Background: an optimization exercise with open tools, aiming at small area, a short achievable clock period and few clock cycles per item. Do not read the settings as production practice. Function was checked by simulation only, so behaviour that the tests miss may differ from the original. No activity file was given, so power comes from the tool's default toggle rates.

`design/flow/constraint.sdc`:
```
create_clock -name core_clock -period 22.0 [get_ports {clk}]
set_input_delay 4.4000 -clock core_clock [delete_from_list [all_inputs] [get_ports {clk}]]
set_output_delay 4.4000 -clock core_clock [all_outputs]
set_load 0.01 [all_outputs]
```
`design/flow/design.v`:
```
module mxdot_acc (
    input  wire        clk,
    input  wire        rst,           
    input  wire        in_valid,
    output wire        in_ready,
    input  wire        in_drain,      
    input  wire [7:0]  in_a,
    input  wire [7:0]  in_a_scale,
    input  wire [2:0]  in_a_fmt,
    input  wire [7:0]  in_b,
    input  wire [7:0]  in_b_scale,
    input  wire [2:0]  in_b_fmt,
    input  wire [9:0]  in_anchor,     
    input  wire [1:0]  in_dfmt,       
    input  wire        in_rmode,      
    output wire        out_valid,
    input  wire        out_ready,
    output wire [31:0] out_result,
    output wire [15:0] out_sat,
    output wire [15:0] out_flush,
    output wire        out_nan
);
    localparam integer CW  = 5;           
    localparam integer NCH = 160 / CW;    
    function [3:0] bitlen8(input [7:0] n);
        integer k;
        begin
            bitlen8 = 4'd0;
            for (k = 0; k < 8; k = k + 1)
                if (n[k]) bitlen8 = k + 1;
        end
    endfunction
    function [16:0] fdec(input [4:0] e, input [2:0] fr, input [2:0] m, input [4:0] bias);
        reg        enz;
        reg [3:0]  n;
        reg [5:0]  es, ts;
        begin
            enz = (e != 5'd0);
            n   = enz ? ((4'd1 << m) | {1'b0, fr}) : {1'b0, fr};
            es  = (enz ? {1'b0, e} : 6'd1) - {1'b0, bias} - {3'd0, m};
            ts  = enz ? ({1'b0, e} - {1'b0, bias} + 6'd1)
                      : (6'd1 - {1'b0, bias} - {3'd0, m} + {2'd0, bitlen8({5'd0, fr})});
            fdec = {n == 4'd0, es, ts, n};
        end
    endfunction
    function [23:0] decode(input [7:0] code, input [2:0] f);
        reg [16:0] d;
        reg [7:0]  n8;
        begin
            n8 = code[7] ? (8'd0 - code) : code;        
            case (f)
                3'd0: begin
                    d = fdec({3'd0, code[2:1]}, {2'd0, code[0]}, 3'd1, 5'd1);
                    decode = {1'b0, d[16], code[3], 1'b0, d[15:4], 4'd0, d[3:0]};
                end
                3'd1: begin
                    d = fdec({3'd0, code[4:3]}, code[2:0], 3'd3, 5'd1);
                    decode = {1'b0, d[16], code[5], 1'b0, d[15:4], 4'd0, d[3:0]};
                end
                3'd2: begin
                    d = fdec({2'd0, code[4:2]}, {1'b0, code[1:0]}, 3'd2, 5'd3);
                    decode = {1'b0, d[16], code[5], 1'b0, d[15:4], 4'd0, d[3:0]};
                end
                3'd3: begin
                    d = fdec({1'd0, code[6:3]}, code[2:0], 3'd3, 5'd7);
                    decode = {code[6:0] == 7'h7F, d[16], code[7], 1'b0, d[15:4], 4'd0, d[3:0]};
                end
                3'd4: begin
                    d = fdec(code[6:2], {1'b0, code[1:0]}, 3'd2, 5'd15);
                    decode = {code[6:2] == 5'h1F, d[16], code[7], 1'b0, d[15:4], 4'd0, d[3:0]};
                end
                3'd5: begin
                    d = 17'd0;
                    decode = {1'b0, code == 8'd0, code[7], code[7], -6'sd6,
                              6'd58 + {2'd0, bitlen8(n8)}, code ^ {8{code[7]}}};
                end
                default: begin
                    d = 17'd0;
                    decode = {1'b0, 1'b1, 22'd0};
                end
            endcase
        end
    endfunction
    function [15:0] sat_inc(input [15:0] c, input inc);
        sat_inc = (inc && c != 16'hFFFF) ? c + 16'd1 : c;
    endfunction
    reg  [1:0]  outst;            
    reg         rdy;
    reg         o_valid;
    wire        fire  = in_valid && rdy && !rst;
    wire        taken = o_valid && out_ready && !rst;
    assign in_ready = rdy;
    wire [1:0]  outst_nx = outst + {1'b0, fire && in_drain} - {1'b0, taken};
    always @(posedge clk) begin
        if (rst) begin
            outst <= 2'd0;
            rdy   <= 1'b1;
        end else begin
            outst <= outst_nx;
            rdy   <= (outst_nx < 2'd2);
        end
    end
    reg        v0, d0;
    reg [7:0]  a0, as0, b0, bs0;
    reg [2:0]  af0, bf0;
    reg [9:0]  an0;
    reg [1:0]  df0;
    reg        rm0;
    always @(posedge clk) begin
        v0  <= fire;
        d0  <= in_drain;
        a0  <= in_a;  as0 <= in_a_scale; af0 <= in_a_fmt;
        b0  <= in_b;  bs0 <= in_b_scale; bf0 <= in_b_fmt;
        an0 <= in_anchor;
        df0 <= in_dfmt;
        rm0 <= in_rmode;
    end
    reg        aset;              
    reg [9:0]  anc;               
    reg [9:0]  anc_d;             
    wire [23:0] da = decode(a0, af0);
    wire [23:0] db = decode(b0, bf0);
    wire        s1_nan  = da[23] | db[23] | (as0 == 8'hFF) | (bs0 == 8'hFF);
    wire        s1_zero = da[22] | db[22];
    wire        s1_sign = da[21] ^ db[21];
    wire        ia = da[20], ib = db[20];
    wire [7:0]  ma = da[7:0], mb = db[7:0];
    wire [9:0]  a_use = aset ? anc : an0;
    wire signed [11:0] xsum = $signed({4'd0, as0}) + $signed({4'd0, bs0})
                            - $signed({{2{a_use[9]}}, a_use});
    wire signed [11:0] es2  = $signed({{6{da[19]}}, da[19:14]}) + $signed({{6{db[19]}}, db[19:14]}) - 12'sd100;
    wire signed [11:0] ts2  = $signed({{6{da[13]}}, da[13:8]}) + $signed({{6{db[13]}}, db[13:8]}) - 12'sd256;
    wire signed [11:0] k16  = xsum + es2;
    wire signed [11:0] tcmp = xsum + ts2;
    wire        s1_above = !tcmp[11];
    wire [14:0] pp0 = mb[0] ? {7'd0, ma}       : 15'd0;
    wire [14:0] pp1 = mb[1] ? {6'd0, ma, 1'd0} : 15'd0;
    wire [14:0] pp2 = mb[2] ? {5'd0, ma, 2'd0} : 15'd0;
    wire [14:0] pp3 = mb[3] ? {4'd0, ma, 3'd0} : 15'd0;
    wire [14:0] pp4 = mb[4] ? {3'd0, ma, 4'd0} : 15'd0;
    wire [14:0] pp5 = mb[5] ? {2'd0, ma, 5'd0} : 15'd0;
    wire [14:0] pp6 = mb[6] ? {1'd0, ma, 6'd0} : 15'd0;
    wire [14:0] pp7 = mb[7] ? {ma[7:0], 7'd0}  : 15'd0;
    wire [14:0] ppa = ia ? {7'd0, mb} : 15'd0;
    wire [14:0] ppb = ib ? {7'd0, ma} : 15'd0;
    wire [14:0] s1_prod = pp0 + pp1 + pp2 + pp3 + pp4 + pp5 + pp6 + pp7 + ppa + ppb
                        + {14'd0, ia & ib};
    reg        v1, d1;
    reg        nan1, abv1, add1, low1, sg1;
    reg [14:0] p1;
    reg [3:0]  f1, ch1;
    reg [1:0]  df1;
    reg        rm1;
    always @(posedge clk) begin
        if (rst) begin
            aset <= 1'b0;
            v1   <= 1'b0;
        end else begin
            v1 <= v0;
            if (v0 && d0) begin
                aset  <= 1'b0;
                anc_d <= anc;
            end else if (v0 && !aset) begin
                aset <= 1'b1;
                anc  <= an0;
            end
        end
        d1   <= d0;
        nan1 <= s1_nan;
        abv1 <= !s1_nan && !s1_zero && s1_above;
        add1 <= !s1_nan && !s1_zero && !s1_above;
        low1 <= k16 < 12'sd0;
        sg1  <= s1_sign;
        p1   <= s1_prod;
        f1   <= k16[3:0];
        ch1  <= k16[7:4];
        df1  <= df0;
        rm1  <= rm0;
    end
    reg  [159:0]   sum;
    reg  [NCH-2:0] cy;            
    reg            fresh;         
    reg            pend;          
    reg            pinf, ninf, nanp;
    reg  [15:0]    sat_cnt, flush_cnt;
    wire        p_act   = v1 && !d1;
    wire        p_add   = p_act && add1 && !low1;
    wire        p_drain = v1 && d1;
    wire [29:0] vt = {15'd0, p1} << f1;
    wire [31:0] vx = {2'd0, vt} ^ {32{sg1}};
    reg  [159:0] term;
    integer i;
    always @(*) begin
        for (i = 0; i < 10; i = i + 1) begin
            if (!p_add)
                term[16*i +: 16] = 16'd0;
            else if (ch1 == i + 1)
                term[16*i +: 16] = vx[15:0];
            else if (ch1 == i)
                term[16*i +: 16] = vx[31:16];
            else
                term[16*i +: 16] = {16{sg1}};
        end
    end
    wire        cin0 = p_add && sg1;
    wire        drop = low1 || ((ch1 == 4'd0) && (vt[15:0] != 16'd0));
    wire [159:0]   base = fresh ? 160'd0 : sum;
    wire [NCH-2:0] cyb  = fresh ? {NCH-1{1'b0}} : cy;
    reg  [NCH-1:0] gen, prp;
    integer j, l;
    always @(*) begin
        gen[0] = 1'b0;
        prp[0] = 1'b0;
        for (j = 1; j < NCH; j = j + 1) begin
            gen[j] = cyb[j-1] && (&base[CW*j +: CW]);
            prp[j] = cyb[j-1] ? (&base[CW*j+1 +: CW-1] && !base[CW*j])
                              : (&base[CW*j +: CW]);
        end
    end
    reg  [NCH-1:0] pg [0:6];
    reg  [NCH-1:0] pp [0:6];
    always @(*) begin
        pg[0] = gen;
        pp[0] = prp;
        for (l = 0; l < 6; l = l + 1) begin
            for (j = 0; j < NCH; j = j + 1) begin
                if (j >= (1 << l)) begin
                    pg[l+1][j] = pg[l][j] | (pp[l][j] & pg[l][j - (1 << l)]);
                    pp[l+1][j] = pp[l][j] & pp[l][j - (1 << l)];
                end else begin
                    pg[l+1][j] = pg[l][j];
                    pp[l+1][j] = pp[l][j];
                end
            end
        end
    end
    wire [NCH-1:0] g = pg[6];     
    reg  [159:0]   sum_nx;
    reg  [NCH-2:0] cy_nx;
    reg            c, ta, tb;
    integer b;
    always @(*) begin
        for (j = 0; j < NCH; j = j + 1) begin
            if (j == 0)
                c = cin0;
            else
                c = p_drain ? g[j-1] : cyb[j-1];
            for (b = 0; b < CW; b = b + 1) begin
                ta = base[CW*j + b];
                tb = term[CW*j + b];
                if (b == 0 && j > 0 && p_drain)
                    tb = cyb[j-1];
                sum_nx[CW*j + b] = ta ^ tb ^ c;
                c = (ta & tb) | (c & (ta ^ tb));
            end
            if (j < NCH - 1)
                cy_nx[j] = c && !p_drain;
        end
    end
    wire [15:0] sat_base   = fresh ? 16'd0 : sat_cnt;
    wire [15:0] flush_base = fresh ? 16'd0 : flush_cnt;
    always @(posedge clk) begin
        sum       <= sum_nx;
        cy        <= cy_nx;
        nanp      <= (nanp && !fresh) || (p_act && nan1);
        pinf      <= (pinf && !fresh) || (p_act && abv1 && !sg1);
        ninf      <= (ninf && !fresh) || (p_act && abv1 && sg1);
        sat_cnt   <= sat_inc(sat_base, p_act && abv1);
        flush_cnt <= sat_inc(flush_base, p_act && add1 && drop);
        fresh     <= rst || p_drain;
        pend      <= !rst && p_drain;
    end
    reg [1:0] df_s;
    reg       rm_s;
    always @(posedge clk)
        if (p_drain) begin
            df_s <= df1;
            rm_s <= rm1;
        end
    wire         s_neg = sum[159];
    wire [158:0] dd    = sum[158:0] ^ sum[159:1];
    wire [255:0] lzv0 = {97'd0, dd};
    wire [127:0] lzv1;  wire [127:0] lzp1;
    wire [63:0]  lzv2;  wire [127:0] lzp2;
    wire [31:0]  lzv3;  wire [95:0]  lzp3;
    wire [15:0]  lzv4;  wire [63:0]  lzp4;
    wire [7:0]   lzv5;  wire [39:0]  lzp5;
    wire [3:0]   lzv6;  wire [23:0]  lzp6;
    wire [1:0]   lzv7;  wire [13:0]  lzp7;
    genvar gn;
    generate
        for (gn = 0; gn < 128; gn = gn + 1) begin : lz1
            assign lzv1[gn] = lzv0[2*gn+1] | lzv0[2*gn];
            assign lzp1[gn] = lzv0[2*gn+1];
        end
        for (gn = 0; gn < 64; gn = gn + 1) begin : lz2
            assign lzv2[gn] = lzv1[2*gn+1] | lzv1[2*gn];
            assign lzp2[2*gn +: 2] = lzv1[2*gn+1] ? {1'b1, lzp1[2*gn+1]} : {1'b0, lzp1[2*gn]};
        end
        for (gn = 0; gn < 32; gn = gn + 1) begin : lz3
            assign lzv3[gn] = lzv2[2*gn+1] | lzv2[2*gn];
            assign lzp3[3*gn +: 3] = lzv2[2*gn+1] ? {1'b1, lzp2[2*(2*gn+1) +: 2]} : {1'b0, lzp2[2*(2*gn) +: 2]};
        end
        for (gn = 0; gn < 16; gn = gn + 1) begin : lz4
            assign lzv4[gn] = lzv3[2*gn+1] | lzv3[2*gn];
            assign lzp4[4*gn +: 4] = lzv3[2*gn+1] ? {1'b1, lzp3[3*(2*gn+1) +: 3]} : {1'b0, lzp3[3*(2*gn) +: 3]};
        end
        for (gn = 0; gn < 8; gn = gn + 1) begin : lz5
            assign lzv5[gn] = lzv4[2*gn+1] | lzv4[2*gn];
            assign lzp5[5*gn +: 5] = lzv4[2*gn+1] ? {1'b1, lzp4[4*(2*gn+1) +: 4]} : {1'b0, lzp4[4*(2*gn) +: 4]};
        end
        for (gn = 0; gn < 4; gn = gn + 1) begin : lz6
            assign lzv6[gn] = lzv5[2*gn+1] | lzv5[2*gn];
            assign lzp6[6*gn +: 6] = lzv5[2*gn+1] ? {1'b1, lzp5[5*(2*gn+1) +: 5]} : {1'b0, lzp5[5*(2*gn) +: 5]};
        end
        for (gn = 0; gn < 2; gn = gn + 1) begin : lz7
            assign lzv7[gn] = lzv6[2*gn+1] | lzv6[2*gn];
            assign lzp7[7*gn +: 7] = lzv6[2*gn+1] ? {1'b1, lzp6[6*(2*gn+1) +: 6]} : {1'b0, lzp6[6*(2*gn) +: 6]};
        end
    endgenerate
    wire [7:0]   lead  = lzv7[1] ? {1'b1, lzp7[13:7]} : {1'b0, lzp7[6:0]};
    wire         found = lzv7[1] | lzv7[0];
    wire [183:0] w0   = {sum, 24'd0};
    wire [152:0] w7   = lead[7] ? w0[183:128]  : w0[152:0];
    wire         st7  = lead[7] & (|w0[127:0]);
    wire [88:0]  w6   = lead[6] ? w7[152:64]   : w7[88:0];
    wire         st6  = lead[6] & (|w7[63:0]);
    wire [56:0]  w5   = lead[5] ? w6[88:32]    : w6[56:0];
    wire         st5  = lead[5] & (|w6[31:0]);
    wire [40:0]  w4   = lead[4] ? w5[56:16]    : w5[40:0];
    wire         st4  = lead[4] & (|w5[15:0]);
    wire [32:0]  w3   = lead[3] ? w4[40:8]     : w4[32:0];
    wire         st3  = lead[3] & (|w4[7:0]);
    wire [28:0]  w2   = lead[2] ? w3[32:4]     : w3[28:0];
    wire         st2  = lead[2] & (|w3[3:0]);
    wire [26:0]  w1   = lead[1] ? w2[28:2]     : w2[26:0];
    wire         st1  = lead[1] & (|w2[1:0]);
    wire [24:0]  wn   = lead[0] ? w1[25:1]     : w1[24:0];
    wire         st0  = lead[0] & w1[0];
    wire         stk  = st7 | st6 | st5 | st4 | st3 | st2 | st1 | st0;
    reg         v3;
    reg         neg3, zero3, stk3;
    reg  [24:0] xw3;              
    reg         e13;              
    reg  [7:0]  lead3;
    reg  [11:0] anb3;             
    reg  [1:0]  df3;
    reg         rm3;
    reg         nan3, pinf3, ninf3;
    reg  [15:0] sat3, flush3;
    wire        load_o = v3 && !o_valid;
    always @(posedge clk) begin
        if (rst)
            v3 <= 1'b0;
        else if (pend)
            v3 <= 1'b1;
        else if (load_o)
            v3 <= 1'b0;
        if (pend) begin
            neg3   <= s_neg;
            zero3  <= !found && !s_neg;
            stk3   <= stk;
            xw3    <= wn ^ {25{s_neg}};
            e13    <= s_neg && !stk;
            lead3  <= lead;
            anb3   <= {{2{anc_d[9]}}, anc_d} - 12'd11;
            df3    <= df_s;
            rm3    <= rm_s;
            nan3   <= nanp;
            pinf3  <= pinf;
            ninf3  <= ninf;
            sat3   <= sat_cnt;
            flush3 <= flush_cnt;
        end
    end
    wire [24:0] xw = xw3;
    wire        e1 = e13;
    wire        ce32 = e1 && xw[0];
    wire        g32  = xw[0] ^ e1;
    wire        up32 = !rm3 && g32 && (stk3 || (xw[1] ^ ce32));
    wire [24:0] q32  = {1'b0, xw[24:1]};
    wire [24:0] q32a = q32 + 25'd1;
    wire [24:0] q32b = q32 + 25'd2;
    wire [24:0] r32  = (ce32 && up32) ? q32b : (ce32 || up32) ? q32a : q32;
    wire        o15  = &xw[15:0];
    wire        ce16 = e1 && xw[16] && o15;
    wire        g16  = xw[16] ^ (e1 && o15);
    wire        s16  = e1 ? !o15 : (stk3 || (|xw[15:0]));
    wire        up16 = !rm3 && g16 && (s16 || (xw[17] ^ ce16));
    wire [8:0]  qb   = {1'b0, xw[24:17]};
    wire [8:0]  qba  = qb + 9'd1;
    wire [8:0]  qbb  = qb + 9'd2;
    wire [8:0]  rb   = (ce16 && up16) ? qbb : (ce16 || up16) ? qba : qb;
    wire        o12  = &xw[12:0];
    wire        ceh  = e1 && xw[13] && o12;
    wire        gh   = xw[13] ^ (e1 && o12);
    wire        sh   = e1 ? !o12 : (stk3 || (|xw[12:0]));
    wire        uph  = !rm3 && gh && (sh || (xw[14] ^ ceh));
    wire [11:0] qh   = {1'b0, xw[24:14]};
    wire [11:0] qha  = qh + 12'd1;
    wire [11:0] qhb  = qh + 12'd2;
    wire [11:0] rh   = (ceh && uph) ? qhb : (ceh || uph) ? qha : qh;
    wire        ovf = (df3 == 2'd1) ? rb[8] : (df3 == 2'd2) ? rh[11] : r32[24];
    wire signed [11:0] x0 = $signed({4'd0, lead3}) + $signed(anb3);
    wire signed [11:0] x1 = x0 + 12'sd1;
    wire sat0  = (df3 == 2'd2) ? (x0 > 12'sd142) : (x0 > 12'sd254);
    wire sat1  = (df3 == 2'd2) ? (x1 > 12'sd142) : (x1 > 12'sd254);
    wire fl0   = (df3 == 2'd2) ? (x0 < 12'sd113) : (x0 < 12'sd1);
    wire fl1   = (df3 == 2'd2) ? (x1 < 12'sd113) : (x1 < 12'sd1);
    wire d_sat   = ovf ? sat1 : sat0;
    wire d_flush = ovf ? fl1 : fl0;
    wire [7:0] xb  = ovf ? x1[7:0] : x0[7:0];
    wire [4:0] xh  = xb[4:0] - 5'd16;           
    reg [31:0] enc;
    reg [31:0] d_result;
    always @(*) begin
        case (df3)
            2'd1:    enc = d_sat ? 32'h7F80 : d_flush ? 32'd0 : {16'd0, 1'b0, xb, rb[6:0]};
            2'd2:    enc = d_sat ? 32'h7C00 : d_flush ? 32'd0 : {16'd0, 1'b0, xh, rh[9:0]};
            default: enc = d_sat ? 32'h7F80_0000 : d_flush ? 32'd0 : {1'b0, xb, r32[22:0]};
        endcase
        case (df3)
            2'd1, 2'd2: enc[15] = neg3;
            default:    enc[31] = neg3;
        endcase
        if (nan3 || (pinf3 && ninf3))
            d_result = (df3 == 2'd2) ? 32'h7E00 : (df3 == 2'd1) ? 32'h7FC0 : 32'h7FC0_0000;
        else if (pinf3)
            d_result = (df3 == 2'd2) ? 32'h7C00 : (df3 == 2'd1) ? 32'h7F80 : 32'h7F80_0000;
        else if (ninf3)
            d_result = (df3 == 2'd2) ? 32'hFC00 : (df3 == 2'd1) ? 32'hFF80 : 32'hFF80_0000;
        else if (zero3)
            d_result = 32'd0;
        else
            d_result = enc;
    end
    wire d_special   = nan3 || pinf3 || ninf3;
    wire d_cnt_sat   = !d_special && !zero3 && d_sat;
    wire d_cnt_flush = !d_special && !zero3 && d_flush;
    reg  [31:0] o_result;
    reg  [15:0] o_sat, o_flush;
    reg         o_nan;
    always @(posedge clk) begin
        if (rst)
            o_valid <= 1'b0;
        else if (load_o)
            o_valid <= 1'b1;
        else if (out_ready)
            o_valid <= 1'b0;
        if (load_o) begin
            o_result <= d_result;
            o_sat    <= sat_inc(sat3, d_cnt_sat);
            o_flush  <= sat_inc(flush3, d_cnt_flush);
            o_nan    <= pinf3 && ninf3;
        end
    end
    assign out_valid  = o_valid;
    assign out_result = o_result;
    assign out_sat    = o_sat;
    assign out_flush  = o_flush;
    assign out_nan    = o_nan;
endmodule
```
`design/flow/config.mk`:
```
export PLATFORM = sky130hd
export DESIGN_NAME = mxdot_acc
export DESIGN_NICKNAME = mxdot_acc
export VERILOG_FILES = /design/flow/design.v
export SDC_FILE = /design/flow/constraint.sdc
export NUM_CORES = 4
export LEC_CHECK = 0
export CAP_MARGIN = 20
export CORE_MARGIN = 2
export CORE_UTILIZATION = 45
export SLEW_MARGIN = 20
```
`design/flow/run.sh`:
```
#!/bin/bash
# synth_recipe.tcl (not shown) runs the flow's synth.tcl, then flattens the netlist and writes it again
# the make line also repeats each setting of config.mk as NAME=value (left out here)
make -C /OpenROAD-flow-scripts/flow DESIGN_CONFIG=/design/flow/config.mk WORK_HOME=/design/flow/orfs CLKGATE_MAP_FILE= SYNTH_SCRIPT=/design/flow/synth_recipe.tcl finish
```
==> flow_summary.ini, run 1 <==
[setup_path]
timing.rr.end = sum[159]
r2r_cells = 23
regToRegSetupSlack_ns = 14.91
path_max_fanout = 51
arrival_ns = 7.70
r2r_start = fresh
critPathCaptureType = flip-flop
cp-start-kind = flip-flop
cp.required_ns = 22.61
critPathKind = reg -> reg

[finish]
drive_gt1_share_pct = 6.235
finish.utilization_pct = 50.11
mostFrequentLayoutCells = 596 x nor2_1, 506 x nand2_1, 431 x inv_1, 316 x dfxtp_1, 278 x o21ai_0
finalNetCount = 5788
final_common_cell = nor2_1
fin_area_um2 = 48460
synthToLayoutAreaGrowth_pct = 10.25
fill_cells = 9436
final_cells = 6619

[floorplanning]
rows = 114
die_h_um = 316.5
core_area_um2 = 96710
initial_core_util_pct = 45.45
io_pins = 123
dieArea_um2 = 100200
die_width_um = 316.5

[placed_design]
placed_area_um2 = 46290
dp.cells = 6504
routabilityCongestion = 1.056
port_buffers = 122
hpwl_mm = 127.9
dpl_worst_slack_ns = 15.07

[sta]
relSlewSlack_pct = 24.66
slew_violations = 0
rsz0062_at_grt = false
fin_setup_tns_ns = 0
worstMarginPinSlew_ns = 1.125
timing.fmax_ghz = 0.1410
finalSetupViolCount = 0
setup_ws_ns = 14.91
period_minus_slack_ns = 7.091
hold_violations = 0
whs_ns = 0.3291
period_share_pct = 32.23
finClkSkew_ns = 0.05798

[drt]
avgRoutedWirePerCell_um = 25.13
vias = 40370
avgViaCountPerCell = 6.099
drt_iter0_drc = 4891
ant_nets = 0
firstDrtPassIters = 8
wirelength_mm = 166.4
drc = 0

[hold_path]
holdPathStages = 0
hold_end = rm1
hp-class = reg -> reg
min_from = rm0

[synth]
yosys_warnings = 8
yosys_register_bits = 494
synth_area_leaders = dfxtp_1 15%, edfxtp_1 12%, fa_1 10%, ha_1 6.3%, nor2_1 5.1%
ys_seq_area_share_pct = 26.46
synth.cell_area_um2 = 43960
synth_edf_count = 174
yosys.area.top_type_share_pct = 14.57
synth-simple-area-share_pct = 20.07
synth.mux.area_fraction_pct = 5.756
synth_xor_area_share_pct = 6.735
ys_types = 109
avgSynthCellArea_um2 = 8.241
syn_nets = 5832
synth_top_family_by_area = simple AND/OR/NAND/NOR gates
synth_compound_area_share_pct = 17.57
synth_flop_cell = dfxtp_1
ys_async_sr_fraction_pct = 0
syn-instance-count = 5334
yosys.area.top_type = dfxtp_1
synth_fa_ha_area_share_pct = 16.52

[global_route]
grt_start_max_net_pins = 73
grt.total_usage_pct = 32.81
grt_pass1_wl_mm = 247.3
grt_overflow = 0
grt_pass1_vias = 38400
antenna_found_initial = 6

[clock_tree]
clk_pin_slew_ns = 0.06
cts_hold_buf = 0
cts_buffers = 60
cts_tree = done
cts_num_sinks = 494
htree_levels = 2
ctsLongestPathBuffers = 3
clock_latency_ns = 0.70
cts_resized = 0
cts_root_buffer = clkbuf_16
post-cts-setup-buffer-count = 0

[outcome]
status = timing/DRC/antenna clean

[power]
power.leakage_nw = 19.41
power_mw = 6.001
vdd_drop_max_mv = 0.1146
power_density_nw_per_um2 = 123.8

[flow_run]
maxCapViolCount = 0
==> area by class of cell <==
type | count | area [um2] | area share, %
timing repair buffer | 220 | 1957 | 4.038
antenna | 2 | 5.005 | 0.01033
tap | 1276 | 1597 | 3.295
multi-input combinational | 4069 | 29420 | 60.72
sequential | 494 | 11640 | 24.03
clock inverter | 40 | 508.0 | 1.048
inverter | 445 | 1674 | 3.455
clock buffer | 73 | 1653 | 3.411
==> cell usage after synthesis, types with 104 or more instances <==
library cell,count
nor2b_1,104
nor3_1,105
xor2_1,135
dfxtp_1,320
a21oi_1,259
ha_1,222
xnor2_1,203
nand3_1,160
edfxtp_1,174
mux2i_1,192
nor2_1,598
o21ai_0,278
nand2_1,507
fa_1,220
inv_1,432
clkbuf_1,250
==> power by group <==
group | leakage, nW | internal [mW] | switching, mW | total [mW]
Clock | 1.05 | 0.654 | 0.440 | 1.09
Combinational | 14.1 | 1.30 | 2.46 | 3.76
Sequential | 4.22 | 1.05 | 0.0963 | 1.14
==> sequential cells by signal, indices dropped and copies added, names as in the netlist, 11 cells and up <==
| signal | cells |
|---|---|
| sum | 160 |
| o_flush | 16 |
| p1 | 15 |
| o_sat | 16 |
| flush_cnt | 16 |
| sat_cnt | 16 |
| cy | 31 |
| anb3 | 11 |
| xw3 | 25 |
| o_result | 32 |
| sat3 | 16 |
| flush3 | 16 |
==> logic make-up (layout without fill, tap and decap cells) <==
logic type                 after synthesis  after routing
xor gates and xnor gates               338            338
AOI/OAI and AO/OA                     1176           1176
and+or+nand+nor                       1863           1863
DFF                                    494            494
adders and majority gates              450            450
buffers and inverters                  771            778
muxes                                  242            242
other                                    0              2
==> worst max-delay path: stages, from the launching register on <==
cell and delay (ns):
dfxtp_4 0.53, buf_4 0.48, buf_4 0.54, buf_4 0.62, nor2b_1 0.18, xnor2_1 0.18
nand3b_1 0.16, nor4b_1 0.33, o211ai_1 0.16, nand3_1 0.17, a21oi_1 0.12, o31a_1 0.40
a21o_1 0.18, a21boi_1 0.29, a22oi_1 0.21, o41ai_1 0.53, a32oi_1 0.15, fa_1 0.43
fa_1 0.39, fa_1 0.38, inv_1 0.08, fa_1 0.17, xnor2_1 0.14, xnor2_1 0.15
==> routing by layer <==
| layer | part of all wire, % | GRT usage [%] | up-vias |
|---|---|---|---|
| met1 | 42 | 44.50 | 19240 |
| met2 | 43 | 49.29 | 2033 |
| met5 | 0.022 | 0 | - |
| met4 | 5.7 | 16.06 | 6 |
| met3 | 9.8 | 7.364 | 448 |
| li1 | - | - | 18640 |
==> how the worst max path moves through the flow <==
stage | start | depth (start not counted) | endpoint
3_5_place_dp | fresh | 21 | sum[158]
4_1_cts | fresh | 23 | sum[159]
3_3_place_gp | fresh | 23 | sum[159]
5_1_grt | fresh | 23 | sum[159]
6_report | fresh | 23 | sum[159]
2_1_floorplan | a0[4] | 30 | p1[14]
Testbench counts, summed over its fixed seeds: cycles 12,712, items 12,288.
==> inputs of run 2 (changes only) <==
==> design/flow/flow/run.sh (new file) <==
#!/bin/bash
# Standard layout, with the timing repair steps aiming for setup slack
# well beyond the constraint (the SDC and clock period are unchanged).
set -euo pipefail
bash standard.sh SETUP_SLACK_MARGIN=16.5 SKIP_GATE_CLONING=1 finish > make_finish.log 2>&1
==> design/flow/standard.sh (new file) <==
#!/bin/bash
# synth_recipe.tcl (not shown) runs the flow's synth.tcl, then flattens the netlist and writes it again
# the make line also repeats each setting of config.mk as NAME=value (left out here)
make -C /OpenROAD-flow-scripts/flow DESIGN_CONFIG=/design/flow/config.mk WORK_HOME=/design/flow/orfs CLKGATE_MAP_FILE= SYNTH_SCRIPT=/design/flow/synth_recipe.tcl "${@:-finish}"
--- a/design/flow/config.mk
+++ b/design/flow/config.mk
@@ -8,4 +8,4 @@
 export CAP_MARGIN = 20
 export CORE_MARGIN = 2
-export CORE_UTILIZATION = 45
+export CORE_UTILIZATION = 55
 export SLEW_MARGIN = 20
removed: design/flow/run.sh
==> flow_summary.ini, run 2 <==
[outcome]
status = timing/DRC/antenna clean

[synth]
ys_async_sr_fraction_pct = 0
synth_common_cells = 598 x nor2_1, 507 x nand2_1, 432 x inv_1
ys_types = 109
yosys_warnings = 8
synth_area_leaders = dfxtp_1 15%, edfxtp_1 12%, fa_1 10%, ha_1 6.3%, nor2_1 5.1%
synth.cell_area_um2 = 43960
avgSynthCellArea_um2 = 8.241
ys_seq_area_share_pct = 26.46
syn-instance-count = 5334
synth_edf_count = 174
yosys_register_bits = 494
synth.most_common_cell = nor2_1
syn_nets = 5832
synth_flop_cell = dfxtp_1
yosys.area.top_type_share_pct = 14.57
yosys.area.top_type = dfxtp_1

[drt]
avgRoutedWirePerCell_um = 25.92
firstDrtPassIters = 11
avgViaCountPerCell = 6.505
ant_nets = 0
vias = 42500
wirelength_mm = 169.4
drc = 0
drt_iter0_drc = 6108

[sta]
slew_violations = 0
whs_ns = 0.3267
rsz0062_at_grt = true
relSlewSlack_pct = 18.57
timing.fmax_ghz = 0.1775
worstMarginPinSlew_ns = 1.210
period_share_pct = 25.60
finClkSkew_ns = 0.03069
fin_setup_tns_ns = 0
finalSetupViolCount = 0
period_minus_slack_ns = 5.632
hold_violations = 0
setup_ws_ns = 16.37

[placed_design]
port_buffers = 122
hpwl_mm = 123.4
routabilityCongestion = 1.128
dpl_worst_slack_ns = 14.93

[setup_path]
cp_slowest_cell = edfxtp_1
critPathMaxStageDelay_ns = 0.40
arrival_ns = 1.23
path_max_fanout = 1
cp.required_ns = 17.60
critPathKind = reg -> out
timing.critical_path.buf_inv = 1
cp_cell_sequence = buf_2
cp-start-kind = flip-flop
critPathCaptureType = output pin
cp_top_family = flip-flops

[global_route]
grt_pass1_wl_mm = 247.6
grt_start_max_net_pins = 73
antenna_found_initial = 4
grt_overflow = 0
grt.total_usage_pct = 39.75
grt_pass1_vias = 39190

[floorplanning]
die_h_um = 286.7
die_width_um = 286.7
rows = 103
core_area_um2 = 79000
initial_core_util_pct = 55.64
io_pins = 123
dieArea_um2 = 82200

[finish]
drive_gt1_share_pct = 13.83
final_common_cell = nor2_1
largest_reg_flops = 160
finalNetCount = 5928
finish.utilization_pct = 63.95
top_register = sum
mostFrequentLayoutCells = 571 x nor2_1, 497 x nand2_1, 414 x inv_1, 288 x dfxtp_1, 266 x o21ai_0
reg.largest.list = sum x160, o_result x32, cy x31
synthToLayoutAreaGrowth_pct = 14.94

[flow_run]
maxCapViolCount = 0

[clock_tree]
cts_buffers = 58
ctsLongestPathBuffers = 3
cts_root_buffer = clkbuf_16
cts_tree = done
clk_pin_slew_ns = 0.06
cts_num_sinks = 494
clock_latency_ns = 0.68
htree_levels = 2
cts_hold_buf = 0

[power]
power_density_nw_per_um2 = 122.0
vdd_drop_max_mv = 0.1667
power.leakage_nw = 20.49
power_mw = 6.166

[hold_path]
hp-class = reg -> reg
[run 2: final cells by class]
type	count	area (um2)
Fill cell	6984	28480
Clock inverter	30	432.9
Tap cell	1050	1314
Sequential cell	494	11720
Inverter	445	1785
Timing Repair Buffer	362	3015
Clock buffer	79	1714
Antenna cell	5	12.51
Multi-Input combinational cell	4069	30530
[run 2: kinds of logic (layout without fill, tap and decap cells)]
| logic type | count (synthesis) | after routing | synth area share (%) |
|---|---|---|---|
| compound gates | 1176 | 1176 | 17.57 |
| xor+xnor | 338 | 338 | 6.735 |
| fa+ha+maj | 450 | 450 | 16.52 |
| buf+inv | 771 | 916 | 6.883 |
| flops | 494 | 494 | 26.46 |
| mux | 242 | 242 | 5.756 |
| other cells | 0 | 5 | 0 |
| simple gates | 1863 | 1863 | 20.07 |
[run 2: power by group]
group	total (mW)	switching [mW]	leakage (nW)	internal [mW]
registers	1.14	0.0905	4.22	1.05
clock network	1.07	0.444	1.04	0.625
logic	3.96	2.59	15.2	1.37
[run 2: worst paths after layout]
path                 from             end  slack, ns  cells after the start
max reg2reg       sum[86]         xw3[14]      16.47                     16
min reg2reg           rm0             rm1       0.33                      0
max          o_result[28]  out_result[28]      16.37                      1
min                   rm0             rm1       0.33                      0
[run 2: per-layer routing]
metal  share of wire, %  wire, um  up-vias  global-route usage, %
li1                   -         -    18940                      -
met5               0.13       226        -                  1.279
met3                 13     22160      599                  12.68
met1                 39     65620    20300                  52.38
met2                 43     72280     2662                  59.63
met4                5.4      9089        6                  17.43
[run 2: repair_timing]
action / CTS / global route
pin swaps: 26 / 83
endpoints found under the setup margin: 217 / 125
buffers inserted: 61 / 90
resized for setup: 446 / 168
[run 2: per-stage QoR]
stage / std cells / instance area (um2)
after floorplan: 5334 / 44050
after global placement: 6269 / 46040
after detailed placement: 6269 / 46050
after CTS: 6439 / 49090
after global routing: 6529 / 50510
final: 6534 / 50520
==> inputs of run 3 (changes only) <==
==> design/flow/flow/run.sh (replaced) <==
#!/bin/bash
# Standard layout, with the timing repair steps aiming for setup slack
# well beyond the constraint (the SDC and clock period are unchanged).
set -euo pipefail
bash standard.sh SETUP_SLACK_MARGIN=15.5 SKIP_GATE_CLONING=1 finish > make_finish.log 2>&1
--- a/design/flow/config.mk
+++ b/design/flow/config.mk
@@ -8,4 +8,4 @@
 export CAP_MARGIN = 20
 export CORE_MARGIN = 2
-export CORE_UTILIZATION = 55
+export CORE_UTILIZATION = 45
 export SLEW_MARGIN = 20
==> flow_summary.ini, run 3 <==
[sta]
period_share_pct = 29.16
timing.fmax_ghz = 0.1559
hold_violations = 0
worstMarginPinSlew_ns = 1.152
period_minus_slack_ns = 6.414
rsz0062_at_grt = true
setup_ws_ns = 15.59
slew_violations = 0
finClkSkew_ns = 0.05503
relSlewSlack_pct = 22.89
fin_setup_tns_ns = 0
finalSetupViolCount = 0

[floorplanning]
dieArea_um2 = 100200
rows = 114
io_pins = 123
die_width_um = 316.5
initial_core_util_pct = 45.45
core_area_um2 = 96710
die_h_um = 316.5

[placed_design]
dpl_worst_slack_ns = 15.07
port_buffers = 122
routabilityCongestion = 1.056
hpwl_mm = 127.9

[setup_path]
cp_cell_sequence = inv_1, or4_1, maj3_1, a2111oi_4, o211ai_1, nand3_1, a21oi_1, o31a_1, a21o_1, a21boi_1, a22oi_1, o41ai_1, a32oi_1, fa_1, fa_1, fa_1, inv_1, fa_1, xnor2_1, xnor2_1
cp_slowest_cell = a2111oi_4
critPathMaxStageDelay_ns = 0.63
cp_top_family = compound AO/OA/AOI/OAI gates
crit_start = sum[15]
cp-start-kind = flip-flop
crit_cells = 20
timing.rr.end = sum[159]
critPathKind = reg -> reg
critPathCaptureType = flip-flop
crit_path_frequent_cell = fa_1
regToRegSetupSlack_ns = 15.59
endpoint = sum[159]
r2r_start = sum[15]
path_max_fanout = 7
arrival_ns = 7.03
cp.required_ns = 22.61
r2r_cells = 20
timing.critical_path.buf_inv = 2

[power]
power_mw = 6.038
seqPwrFrac_pct = 18.9
p_switching_mw = 3.011
intPower_mw = 3.027
vdd_drop_max_mv = 0.1653
switching_share_pct = 49.87
clkPwrFrac_pct = 18.1
power.leakage_nw = 19.49
power_density_nw_per_um2 = 123.9
combPwrFrac_pct = 63.0

[synth]
synth_common_cells = 598 x nor2_1, 507 x nand2_1, 432 x inv_1
yosys.area.top_type_share_pct = 14.57
synth_flop_cell = dfxtp_1
synth.cell_area_um2 = 43960
syn-instance-count = 5334
ys_seq_area_share_pct = 26.46
synth_area_leaders = dfxtp_1 15%, edfxtp_1 12%, fa_1 10%, ha_1 6.3%, nor2_1 5.1%
avgSynthCellArea_um2 = 8.241
yosys.area.top_type = dfxtp_1
ys_async_sr_fraction_pct = 0
synth_edf_count = 174
yosys_register_bits = 494
syn_nets = 5832
synth.most_common_cell = nor2_1
yosys_warnings = 8
ys_types = 109

[global_route]
antenna_found_initial = 5
grt_busiest_layer = met2
grt_pass1_wl_mm = 247.5
grt_start_max_net_pins = 73
grt_util_met3_pct = 7.181
grt.total_usage_pct = 32.83
met2_usage_pct = 49.34
grt_overflow = 0
grt_pass1_vias = 38410
grt_use_met1_pct = 44.67

[clock_tree]
ctsLongestPathBuffers = 3
cts_tree = done
cts_buffers = 60
htree_levels = 2
clock_latency_ns = 0.70
cts_root_buffer = clkbuf_16
cts_hold_buf = 0
clk_pin_slew_ns = 0.06
cts_num_sinks = 494

[finish]
top_register = sum
drive_gt1_share_pct = 6.988
mostFrequentLayoutCells = 594 x nor2_1, 506 x nand2_1, 429 x inv_1, 309 x dfxtp_1, 277 x o21ai_0
largest_reg_flops = 160
synthToLayoutAreaGrowth_pct = 10.86
final_common_cell = nor2_1
reg.largest.list = sum x160, o_result x32, cy x31
finalNetCount = 5799

[drt]
avgRoutedWirePerCell_um = 25.08
vias = 40340
wirelength_mm = 166.3
ant_nets = 0
drc = 0
firstDrtPassIters = 9
drt_iter0_drc = 4730
avgViaCountPerCell = 6.084

[outcome]
status = timing/DRC/antenna clean

[hold_path]
hp-class = reg -> reg

[flow_run]
maxCapViolCount = 0
run 3: worst reg2reg max path, cell delays in order (launching register included):
cell       delay (ns)
dfxtp_1          0.54
inv_1            0.16
or4_1            0.54
maj3_1           0.49
a2111oi_4        0.63
o211ai_1         0.19
nand3_1          0.15
a21oi_1          0.12
o31a_1           0.40
a21o_1           0.18
a21boi_1         0.31
a22oi_1          0.23
o41ai_1          0.54
a32oi_1          0.15
fa_1             0.44
fa_1             0.39
fa_1             0.38
inv_1            0.08
fa_1             0.17
xnor2_1          0.13
xnor2_1          0.15
run 3: layout make-up:
class	count	area, um2
multi-input cells	4069	29530
clock buffers	73	1653
repair buffers	231	2088
well taps	1276	1597
inverters	445	1692
diodes	3	7.507
fillers	9406	47980
flip-flops and latches	494	11650
clock inverters	40	508.0
run 3: layer usage:
metal / up-vias / wire length, um / part of all wire, %
met1: 19310 / 69820 / 42
met5: - / 24 / 0.014
met4: 4 / 9222 / 5.5
met3: 420 / 16010 / 9.6
met2: 1923 / 71240 / 43
li1: 18690 / - / -
run 3: power by group through the flow:
stage          logic, mW  clock network [mW]  registers [mW]
5_1_grt             4.04                1.15            1.15
3_5_place_dp        3.65                   0            1.16
6_report            3.80                1.09            1.14
2_1_floorplan       2.69                   0            1.09
4_1_cts             3.68                1.12            1.14
3_3_place_gp        3.65                   0            1.16
run 3: cell families (layout without fill, tap and decap cells):
logic type | count (synthesis) | in the layout | share of synthesized area [%]
adders and majority gates | 450 | 450 | 16.52
and+or+nand+nor | 1863 | 1863 | 20.07
other | 0 | 3 | 0
buffers and inverters | 771 | 789 | 6.883
DFF | 494 | 494 | 26.46
xor gates and xnor gates | 338 | 338 | 6.735
muxes | 242 | 242 | 5.756
AOI/OAI and AO/OA | 1176 | 1176 | 17.57
run 3: worst min-delay path by stage:
stage	startpoint	end	slack [ns]	cells past startpoint
after global routing	rm0	rm1	0.34	0
after detailed placement	rm0	rm1	0.31	0
after floorplan	df0[0]	df1[0]	0.31	0
final	rm0	rm1	0.33	0
after CTS	rm0	rm1	0.33	0
after global placement	df0[1]	df1[1]	0.31	0
run 3: stage by stage:
stage / util (%) / cells / hold slack [ns] / cell area, um2
after floorplan: - / 5334 / 0.3096 / 43960
after global placement: 47.86 / 6504 / 0.3111 / 46290
final: 50.39 / 6631 / 0.3289 / 48730
after CTS: 50.13 / 6617 / 0.3325 / 48480
after global routing: 50.39 / 6631 / 0.3402 / 48730
after detailed placement: 47.86 / 6504 / 0.3136 / 46290
run 3: what timing repair did:
action | CTS | global route
setup buffers | 0 | 11
gates resized for setup | 9 | 41
endpoints found under the hold margin | 0 | 0
setup endpoints to repair | 10 | 39
pin swaps | 0 | 2
==> inputs of run 4 (changes only) <==
--- a/design/flow/design.v
+++ b/design/flow/design.v
@@ -31,19 +31,15 @@
         end
     endfunction
-    function [16:0] fdec(input [4:0] e, input [2:0] fr, input [2:0] m, input [4:0] bias);
+    function [13:0] fdec(input [4:0] e, input [2:0] fr, input [2:0] m);
         reg        enz;
         reg [3:0]  n;
-        reg [5:0]  es, ts;
         begin
-            enz = (e != 5'd0);
-            n   = enz ? ((4'd1 << m) | {1'b0, fr}) : {1'b0, fr};
-            es  = (enz ? {1'b0, e} : 6'd1) - {1'b0, bias} - {3'd0, m};
-            ts  = enz ? ({1'b0, e} - {1'b0, bias} + 6'd1)
-                      : (6'd1 - {1'b0, bias} - {3'd0, m} + {2'd0, bitlen8({5'd0, fr})});
-            fdec = {n == 4'd0, es, ts, n};
+            enz  = (e != 5'd0);
+            n    = enz ? ((4'd1 << m) | {1'b0, fr}) : {1'b0, fr};
+            fdec = {n == 4'd0, enz ? e : 5'd1, enz ? ({1'b0, m} + 4'd1) : bitlen8({5'd0, fr}), n};
         end
     endfunction
-    function [23:0] decode(input [7:0] code, input [2:0] f);
-        reg [16:0] d;
+    function [20:0] decode(input [7:0] code, input [2:0] f);
+        reg [13:0] d;
         reg [7:0]  n8;
         begin
@@ -51,35 +47,46 @@
             case (f)
                 3'd0: begin
-                    d = fdec({3'd0, code[2:1]}, {2'd0, code[0]}, 3'd1, 5'd1);
-                    decode = {1'b0, d[16], code[3], 1'b0, d[15:4], 4'd0, d[3:0]};
+                    d = fdec({3'd0, code[2:1]}, {2'd0, code[0]}, 3'd1);
+                    decode = {1'b0, d[13], code[3], 1'b0, d[12:4], 4'd0, d[3:0]};
                 end
                 3'd1: begin
-                    d = fdec({3'd0, code[4:3]}, code[2:0], 3'd3, 5'd1);
-                    decode = {1'b0, d[16], code[5], 1'b0, d[15:4], 4'd0, d[3:0]};
+                    d = fdec({3'd0, code[4:3]}, code[2:0], 3'd3);
+                    decode = {1'b0, d[13], code[5], 1'b0, d[12:4], 4'd0, d[3:0]};
                 end
                 3'd2: begin
-                    d = fdec({2'd0, code[4:2]}, {1'b0, code[1:0]}, 3'd2, 5'd3);
-                    decode = {1'b0, d[16], code[5], 1'b0, d[15:4], 4'd0, d[3:0]};
+                    d = fdec({2'd0, code[4:2]}, {1'b0, code[1:0]}, 3'd2);
+                    decode = {1'b0, d[13], code[5], 1'b0, d[12:4], 4'd0, d[3:0]};
                 end
                 3'd3: begin
-                    d = fdec({1'd0, code[6:3]}, code[2:0], 3'd3, 5'd7);
-                    decode = {code[6:0] == 7'h7F, d[16], code[7], 1'b0, d[15:4], 4'd0, d[3:0]};
+                    d = fdec({1'd0, code[6:3]}, code[2:0], 3'd3);
+                    decode = {code[6:0] == 7'h7F, d[13], code[7], 1'b0, d[12:4], 4'd0, d[3:0]};
                 end
                 3'd4: begin
-                    d = fdec(code[6:2], {1'b0, code[1:0]}, 3'd2, 5'd15);
-                    decode = {code[6:2] == 5'h1F, d[16], code[7], 1'b0, d[15:4], 4'd0, d[3:0]};
+                    d = fdec(code[6:2], {1'b0, code[1:0]}, 3'd2);
+                    decode = {code[6:2] == 5'h1F, d[13], code[7], 1'b0, d[12:4], 4'd0, d[3:0]};
                 end
                 3'd5: begin
-                    d = 17'd0;
-                    decode = {1'b0, code == 8'd0, code[7], code[7], -6'sd6,
-                              6'd58 + {2'd0, bitlen8(n8)}, code ^ {8{code[7]}}};
+                    d = 14'd0;
+                    decode = {1'b0, code == 8'd0, code[7], code[7], 5'd0,
+                              bitlen8(n8), code ^ {8{code[7]}}};
                 end
                 default: begin
-                    d = 17'd0;
-                    decode = {1'b0, 1'b1, 22'd0};
+                    d = 14'd0;
+                    decode = {1'b0, 1'b1, 19'd0};
                 end
             endcase
         end
     endfunction
+    function [4:0] fcst(input [2:0] f);
+        case (f)
+            3'd0:    fcst = 5'd2;
+            3'd1:    fcst = 5'd4;
+            3'd2:    fcst = 5'd5;
+            3'd3:    fcst = 5'd10;
+            3'd4:    fcst = 5'd17;
+            3'd5:    fcst = 5'd6;
+            default: fcst = 5'd0;
+        endcase
+    endfunction
     function [15:0] sat_inc(input [15:0] c, input inc);
         sat_inc = (inc && c != 16'hFFFF) ? c + 16'd1 : c;
@@ -104,7 +111,8 @@
     reg [7:0]  a0, as0, b0, bs0;
     reg [2:0]  af0, bf0;
-    reg [9:0]  an0;
     reg [1:0]  df0;
     reg        rm0;
+    reg        aset;              
+    reg [9:0]  anc;               
     always @(posedge clk) begin
         v0  <= fire;
@@ -112,26 +120,38 @@
         a0  <= in_a;  as0 <= in_a_scale; af0 <= in_a_fmt;
         b0  <= in_b;  bs0 <= in_b_scale; bf0 <= in_b_fmt;
-        an0 <= in_anchor;
         df0 <= in_dfmt;
         rm0 <= in_rmode;
+        if (rst)
+            aset <= 1'b0;
+        else if (fire && in_drain)
+            aset <= 1'b0;
+        else if (fire && !aset) begin
+            aset <= 1'b1;
+            anc  <= in_anchor;
+        end
     end
-    reg        aset;              
-    reg [9:0]  anc;               
     reg [9:0]  anc_d;             
-    wire [23:0] da = decode(a0, af0);
-    wire [23:0] db = decode(b0, bf0);
-    wire        s1_nan  = da[23] | db[23] | (as0 == 8'hFF) | (bs0 == 8'hFF);
-    wire        s1_zero = da[22] | db[22];
-    wire        s1_sign = da[21] ^ db[21];
-    wire        ia = da[20], ib = db[20];
+    wire [20:0] da = decode(a0, af0);
+    wire [20:0] db = decode(b0, bf0);
+    wire        s1_nan  = da[20] | db[20] | (as0 == 8'hFF) | (bs0 == 8'hFF);
+    wire        s1_zero = da[19] | db[19];
+    wire        s1_sign = da[18] ^ db[18];
+    wire        ia = da[17], ib = db[17];
     wire [7:0]  ma = da[7:0], mb = db[7:0];
-    wire [9:0]  a_use = aset ? anc : an0;
-    wire signed [11:0] xsum = $signed({4'd0, as0}) + $signed({4'd0, bs0})
-                            - $signed({{2{a_use[9]}}, a_use});
-    wire signed [11:0] es2  = $signed({{6{da[19]}}, da[19:14]}) + $signed({{6{db[19]}}, db[19:14]}) - 12'sd100;
-    wire signed [11:0] ts2  = $signed({{6{da[13]}}, da[13:8]}) + $signed({{6{db[13]}}, db[13:8]}) - 12'sd256;
-    wire signed [11:0] k16  = xsum + es2;
-    wire signed [11:0] tcmp = xsum + ts2;
-    wire        s1_above = !tcmp[11];
+    wire signed [11:0] xs = $signed({4'd0, as0}) + $signed({4'd0, bs0})
+                          - $signed({{2{anc[9]}}, anc})
+                          - $signed({7'd0, fcst(af0)}) - $signed({7'd0, fcst(bf0)});
+    wire signed [11:0] xk = xs - 12'sd100;
+    wire [5:0]  ww  = {1'b0, da[16:12]} + {1'b0, db[16:12]};
+    wire [6:0]  vv  = {1'b0, ww} + {3'd0, da[11:8]} + {3'd0, db[11:8]};
+    wire [6:0]  uk  = {1'b0, xk[5:0]} + {1'b0, ww};
+    wire [5:0]  hk0 = xk[11:6];
+    wire [5:0]  hk1 = xk[11:6] + 6'd1;
+    wire [11:0] k16 = {uk[6] ? hk1 : hk0, uk[5:0]};
+    wire [7:0]  ut  = {1'b0, xs[6:0]} + {1'b0, vv};
+    wire [4:0]  ht  = xs[11:7];
+    wire        ht_ge1 = !ht[4] && (ht[3:0] != 4'd0);
+    wire        ht_ge2 = !ht[4] && (ht[3:1] != 3'd0);
+    wire        s1_above = ut[7] ? ht_ge1 : ht_ge2;
     wire [14:0] pp0 = mb[0] ? {7'd0, ma}       : 15'd0;
     wire [14:0] pp1 = mb[1] ? {6'd0, ma, 1'd0} : 15'd0;
@@ -154,15 +174,9 @@
     always @(posedge clk) begin
         if (rst) begin
-            aset <= 1'b0;
             v1   <= 1'b0;
         end else begin
             v1 <= v0;
-            if (v0 && d0) begin
-                aset  <= 1'b0;
+            if (v0 && d0)
                 anc_d <= anc;
-            end else if (v0 && !aset) begin
-                aset <= 1'b1;
-                anc  <= an0;
-            end
         end
         d1   <= d0;
@@ -170,5 +184,5 @@
         abv1 <= !s1_nan && !s1_zero && s1_above;
         add1 <= !s1_nan && !s1_zero && !s1_above;
-        low1 <= k16 < 12'sd0;
+        low1 <= k16[11];
         sg1  <= s1_sign;
         p1   <= s1_prod;
==> design/flow/flow/run.sh (replaced) <==
#!/bin/bash
# Standard layout, with the timing repair steps aiming for setup slack
# well beyond the constraint (the SDC and clock period are unchanged).
set -euo pipefail
bash standard.sh SETUP_SLACK_MARGIN=16.5 SKIP_GATE_CLONING=1 finish > make_finish.log 2>&1
--- a/design/flow/config.mk
+++ b/design/flow/config.mk
@@ -8,4 +8,4 @@
 export CAP_MARGIN = 20
 export CORE_MARGIN = 2
-export CORE_UTILIZATION = 45
+export CORE_UTILIZATION = 55
 export SLEW_MARGIN = 20
==> flow_summary.ini, run 4 <==
[power]
vdd_drop_max_mv = 0.1308
power_density_nw_per_um2 = 113.8
power_mw = 5.453
power.leakage_nw = 18.83

[finish]
largest_reg_flops = 160
top_register = sum
synthToLayoutAreaGrowth_pct = 13.48
final_cells = 6203
drive_gt1_share_pct = 12.67
final_common_cell = nor2_1
reg.largest.list = sum x160, o_result x32, cy x31
fin_area_um2 = 47910
mostFrequentLayoutCells = 497 x nor2_1, 457 x nand2_1, 400 x inv_1, 306 x o21ai_0, 281 x dfxtp_1
finalNetCount = 5570

[synth]
syn_nets = 5527
ys_seq_area_share_pct = 27.08
syn-instance-count = 5081
synth_flop_cell = dfxtp_1
ys_types = 108
yosys.area.top_type_share_pct = 14.70
synth_edf_count = 174
avgSynthCellArea_um2 = 8.309
ys_async_sr_fraction_pct = 0
synth.most_common_cell = nor2_1
yosys_warnings = 8
synth_common_cells = 513 x nor2_1, 462 x nand2_1, 406 x inv_1
synth_area_leaders = dfxtp_1 15%, edfxtp_1 12%, fa_1 10%, ha_1 5.0%, nor2_1 4.6%
yosys.area.top_type = dfxtp_1
yosys_register_bits = 484
synth.cell_area_um2 = 42220

[setup_path]
timing.critical_path.buf_inv = 1
regToRegSetupSlack_ns = 16.49
path_max_fanout = 1
cp_top_family = flip-flops
cp.required_ns = 17.60
cp_slowest_cell = edfxtp_1
cp-start-kind = flip-flop
r2r_start = sum[65]
crit_start = o_flush[2]
critPathMaxStageDelay_ns = 0.41
cp_cell_sequence = buf_2
timing.rr.end = xw3[24]
critPathKind = reg -> out
arrival_ns = 1.24
critPathCaptureType = output pin
r2r_cells = 15

[floorplanning]
die_h_um = 281.1
rows = 101
initial_core_util_pct = 55.59
dieArea_um2 = 78990
io_pins = 123
die_width_um = 281.1
core_area_um2 = 75950

[flow_run]
maxCapViolCount = 0

[clock_tree]
cts_num_sinks = 484
cts_hold_buf = 0
htree_levels = 2
ctsLongestPathBuffers = 3
cts_buffers = 55
clock_latency_ns = 0.68
clk_pin_slew_ns = 0.06
cts_root_buffer = clkbuf_16
cts_tree = done

[sta]
relSlewSlack_pct = 10.99
whs_ns = 0.3314
slew_violations = 0
timing.fmax_ghz = 0.1773
period_minus_slack_ns = 5.639
period_share_pct = 25.63
fin_setup_tns_ns = 0
hold_violations = 0
finalSetupViolCount = 0
worstMarginPinSlew_ns = 1.323
finClkSkew_ns = 0.09114
rsz0062_at_grt = true

[hold_path]
hold_end = rm1
holdPathStages = 0
min_from = rm0
hp-class = reg -> reg

[placed_design]
port_buffers = 122
dp.cells = 6001
hpwl_mm = 121.5
routabilityCongestion = 1.105
placed_area_um2 = 44250

[outcome]
status = timing/DRC/antenna clean

[drt]
firstDrtPassIters = 12
drt_iter0_drc = 5629
vias = 40770
avgRoutedWirePerCell_um = 26.47
avgViaCountPerCell = 6.572
drc = 0
ant_nets = 0
wirelength_mm = 164.2

[global_route]
grt_overflow = 0
grt_pass1_vias = 37350
grt_start_max_net_pins = 72
grt_pass1_wl_mm = 238.5
antenna_found_initial = 7
grt.total_usage_pct = 40.23
==> run 4: kinds of logic (layout without fill, tap and decap cells) <==
family	after synthesis	in the layout	synth area share (%)
XOR/XNOR	287	287	5.972
AND/OR/NAND/NOR	1789	1789	20.50
AO/OA/AOI/OAI	1222	1222	19.22
multiplexers	159	159	4.549
buffers and inverters	730	820	6.724
other	0	2	0
flip-flops	484	484	27.08
adder cells (fa/ha/maj)	410	410	15.96
==> run 4: metal layers <==
metal | vias up | part of all wire [%] | global-route usage [%]
li1 | 18220 | - | -
met1 | 19500 | 40 | 54.37
met2 | 2510 | 41 | 57.09
met3 | 525 | 14 | 14.42
met4 | 10 | 5.6 | 18.83
met5 | - | 0.040 | 0
==> run 4: worst max path at each step <==
stage | slack [ns] | cells after the start | to
floorplan | 16.36 | 2 | anc[0]
CTS | 16.33 | 1 | out_flush[0]
finish | 16.36 | 1 | out_flush[2]
detailed placement | 14.85 | 21 | sum[119]
global placement | 14.95 | 21 | sum[119]
global route | 16.30 | 24 | p1[14]
==> run 4: cell type report <==
type | instances | area [um2]
repair buffers | 303 | 2552
well taps | 1030 | 1289
flip-flops and latches | 484 | 11500
multi-input cells | 3867 | 29110
inverters | 413 | 1565
clock buffers | 73 | 1505
diodes | 2 | 5.005
clock inverters | 31 | 381.6
fillers | 6725 | 28040
==> run 4: power breakdown <==
part / total (mW) / switching [mW] / internal (mW)
clock network: 0.962 / 0.416 / 0.547
logic: 3.40 / 2.21 / 1.19
registers: 1.09 / 0.0824 / 1.01
total: 5.45 / 2.71 / 2.75
==> run 4: repair_timing <==
| item | in CTS | in global routing |
|---|---|---|
| pin swaps | 21 | 62 |
| resized for setup | 410 | 149 |
| setup buffers | 34 | 62 |
| setup endpoints to repair | 199 | 134 |
==> run 4: stage by stage <==
| stage | setup slack (ns) | utilization [%] |
|---|---|---|
| after floorplan | 16.36 | - |
| after global placement | 14.95 | 58.25 |
| after detailed placement | 14.85 | 58.26 |
| after CTS | 16.33 | 61.49 |
| after global routing | 16.30 | 63.07 |
| final | 16.36 | 63.08 |
Testbench counts of run 4, summed over its fixed seeds: cycles 12,712, items 12,288.
==> inputs of run 5 (changes only) <==
==> design/flow/flow/run.sh (replaced) <==
#!/bin/bash
# Standard layout, with the timing repair steps aiming for setup slack
# well beyond the constraint (the SDC and clock period are unchanged), and
# plain buffers on the ports.
set -euo pipefail
bash standard.sh SETUP_SLACK_MARGIN=16.5 SKIP_GATE_CLONING=1 \
    "BUFFER_PORTS_ARGS=-buffer_cell sky130_fd_sc_hd__buf_2" finish > make_finish.log 2>&1
--- a/design/flow/config.mk
+++ b/design/flow/config.mk
@@ -9,3 +9,4 @@
 export CORE_MARGIN = 2
 export CORE_UTILIZATION = 55
+export CTS_BUF_LIST = sky130_fd_sc_hd__clkbuf_4 sky130_fd_sc_hd__clkbuf_8
 export SLEW_MARGIN = 20
==> flow_summary.ini, run 5 <==
[floorplanning]
core_area_um2 = 75950
rows = 101
dieArea_um2 = 78990
die_h_um = 281.1
io_pins = 123
die_width_um = 281.1
initial_core_util_pct = 55.59

[synth]
ys_seq_area_share_pct = 27.08
ys_async_sr_fraction_pct = 0
yosys_register_bits = 484
avgSynthCellArea_um2 = 8.309
synth_common_cells = 513 x nor2_1, 462 x nand2_1, 406 x inv_1
synth.cell_area_um2 = 42220
synth_flop_cell = dfxtp_1
ys_types = 108
syn_nets = 5527
yosys_warnings = 8
synth_area_leaders = dfxtp_1 15%, edfxtp_1 12%, fa_1 10%, ha_1 5.0%, nor2_1 4.6%
synth_edf_count = 174
synth.most_common_cell = nor2_1
syn-instance-count = 5081
yosys.area.top_type = dfxtp_1
yosys.area.top_type_share_pct = 14.70

[finish]
fin_area_um2 = 47360
reg.largest.list = sum x160, o_result x32, cy x31
top_register = sum
mostFrequentLayoutCells = 497 x nor2_1, 458 x nand2_1, 402 x inv_1, 304 x o21ai_0, 286 x dfxtp_1
synthToLayoutAreaGrowth_pct = 12.17
finalNetCount = 5586
largest_reg_flops = 160
final_common_cell = nor2_1
drive_gt1_share_pct = 14.11
fill_cells = 6762

[clock_tree]
cts_num_sinks = 484
cts_root_buffer = clkbuf_8
clock_latency_ns = 0.75
cts_buffers = 88
htree_levels = 3
clk_pin_slew_ns = 0.06
cts_tree = done
ctsLongestPathBuffers = 3
cts_hold_buf = 0

[setup_path]
path_max_fanout = 1
critPathMaxStageDelay_ns = 0.42
cp_top_family = flip-flops
cp_cell_sequence = buf_2
r2r_start = sum[19]
critPathKind = reg -> out
timing.rr.end = xw3[0]
cp_slowest_cell = edfxtp_1
cp.required_ns = 17.60
r2r_cells = 15
arrival_ns = 1.30
cp-start-kind = flip-flop
crit_cells = 1
regToRegSetupSlack_ns = 16.39
timing.critical_path.buf_inv = 1
critPathCaptureType = output pin

[drt]
drt_iter0_drc = 6102
avgRoutedWirePerCell_um = 26.45
wirelength_mm = 165.2
drc = 0
firstDrtPassIters = 14
ant_nets = 0
avgViaCountPerCell = 6.608
vias = 41260

[power]
switching_share_pct = 50.14
power_mw = 5.416
power_density_nw_per_um2 = 114.4
p_switching_mw = 2.715
combPwrFrac_pct = 62.1
clkPwrFrac_pct = 17.7
vdd_drop_max_mv = 0.1740
intPower_mw = 2.700
seqPwrFrac_pct = 20.2
power.leakage_nw = 18.80

[hold_path]
min_from = rm0
hp-class = reg -> reg
holdPathStages = 0
hold_end = rm1

[global_route]
antenna_found_initial = 9
grt_pass1_vias = 37520
grt_overflow = 0
grt_start_max_net_pins = 70
grt_pass1_wl_mm = 240.0
grt.total_usage_pct = 40.71

[sta]
finClkSkew_ns = 0.06584
relSlewSlack_pct = 23.51
setup_ws_ns = 16.30
whs_ns = 0.3307
finalSetupViolCount = 0
timing.fmax_ghz = 0.1755
rsz0062_at_grt = true
hold_violations = 0
worstMarginPinSlew_ns = 1.135
slew_violations = 0
period_share_pct = 25.90
period_minus_slack_ns = 5.698
fin_setup_tns_ns = 0

[outcome]
status = timing/DRC/antenna clean

[flow_run]
maxCapViolCount = 0

[placed_design]
port_buffers = 122
placed_area_um2 = 43670
routabilityCongestion = 1.072
hpwl_mm = 124.0
dpl_worst_slack_ns = 15.16
[run 5: timing repair]
action	in CTS	in global routing
endpoints found under the setup margin	167	152
resized for setup	105	139
pin swaps	15	54
buffers inserted	28	48
cloned	0	0
[run 5: power groups by stage]
| stage | combinational, mW | clock, mW | sequential (mW) |
|---|---|---|---|
| final | 3.36 | 0.958 | 1.09 |
| after floorplan | 2.18 | 0 | 1.05 |
| after detailed placement | 3.05 | 0 | 1.11 |
| after global placement | 3.03 | 0 | 1.11 |
| after global routing | 3.51 | 1.01 | 1.10 |
| after CTS | 3.12 | 0.967 | 1.09 |
[run 5: through the flow]
stage	instances	utilization, %
global placement	6004	57.48
global route	6241	62.34
floorplan	5081	-
finish	6244	62.35
detailed placement	6004	57.50
CTS	6192	60.98
[run 5: area by class of cell]
cell class                 count  area [um2]  share of cell area [%]
multi-input combinational   3867       28920                   61.07
sequential                   484       11490                   24.27
timing repair buffer         286        2097                   4.428
clock buffer                 135        1658                   3.501
inverter                     413        1592                   3.361
tap                         1030        1289                   2.721
clock inverter                25       299.0                  0.6314
antenna                        4       10.01                 0.02114
[run 5: metal layers]
metal  wire length (um)  GRT usage [%]
met1              65160          54.57
met2              67720          58.35
met3              23430          16.05
met4               8683          16.50
met5                188              0
[run 5: kinds of logic (layout without fill, tap and decap cells)]
family	Yosys count	in the layout	share of synthesized area, %
simple gates	1789	1789	20.50
compound gates	1222	1222	19.22
buf+inv	730	859	6.724
flops	484	484	27.08
fa+ha+maj	410	410	15.96
xor+xnor	287	287	5.972
mux	159	159	4.549
other cells	0	4	0
[run 5: worst max-delay path by stage]
| stage | from | to | slack (ns) |
|---|---|---|---|
| finish | o_flush[0] | out_flush[0] | 16.30 |
| global route | o_flush[3] | out_flush[3] | 16.25 |
| CTS | o_flush[0] | out_flush[0] | 16.21 |
| detailed placement | fresh | sum[119] | 15.16 |
| global placement | fresh | sum[119] | 15.37 |
| floorplan | rst | anc[0] | 16.36 |
[run 5: worst reg2reg max path: cells and delay by family, from the launching register on]
| kind | cells | cell delay (ns) |
|---|---|---|
| AOI/OAI and AO/OA | 4 | 1.86 |
| adders and majority gates | 1 | 0.37 |
| buffers and inverters | 5 | 1.11 |
| DFF | 1 | 0.43 |
| and+or+nand+nor | 5 | 1.54 |

[re-timing with driven ports]
Ports are ideal in the flow. The routed layouts listed here were re-timed in OpenROAD.
Step 1: set_driving_cell puts a clkbuf_16 on clk and a buf_2 on each other input, an assumption about the parent block.
Step 2 adds t to the input delays and takes it off the output delays; t is the mean of the earliest and latest rising clock arrival at the registers after step 1. Input paths then give back, and output paths get back, about the clock's delay inside the block.
a / b / c = ideal ports / drivers / drivers and shift; a / b = the first two.
run | t (ns) | slack for setup (ns) | worst register clock-pin slew, ns
run 1 | 0.745 | 14.909 / 14.909 / 14.909 | 0.07 / 0.07
run 2 | 0.736 | 16.368 / 16.294 / 15.976 | 0.07 / 0.07
run 3 | 0.743 | 15.586 / 15.586 / 15.586 | 0.07 / 0.07
run 4 | 0.707 | 16.361 / 16.287 / 15.977 | 0.07 / 0.07
run 5 | 0.786 | 16.302 / 16.236 / 16.182 | 0.07 / 0.07
After both steps setup and hold are still met in every run listed. For run 2, which loses most, drivers alone change the setup slack by -0.074 ns; drivers and shift together by -0.392 ns.
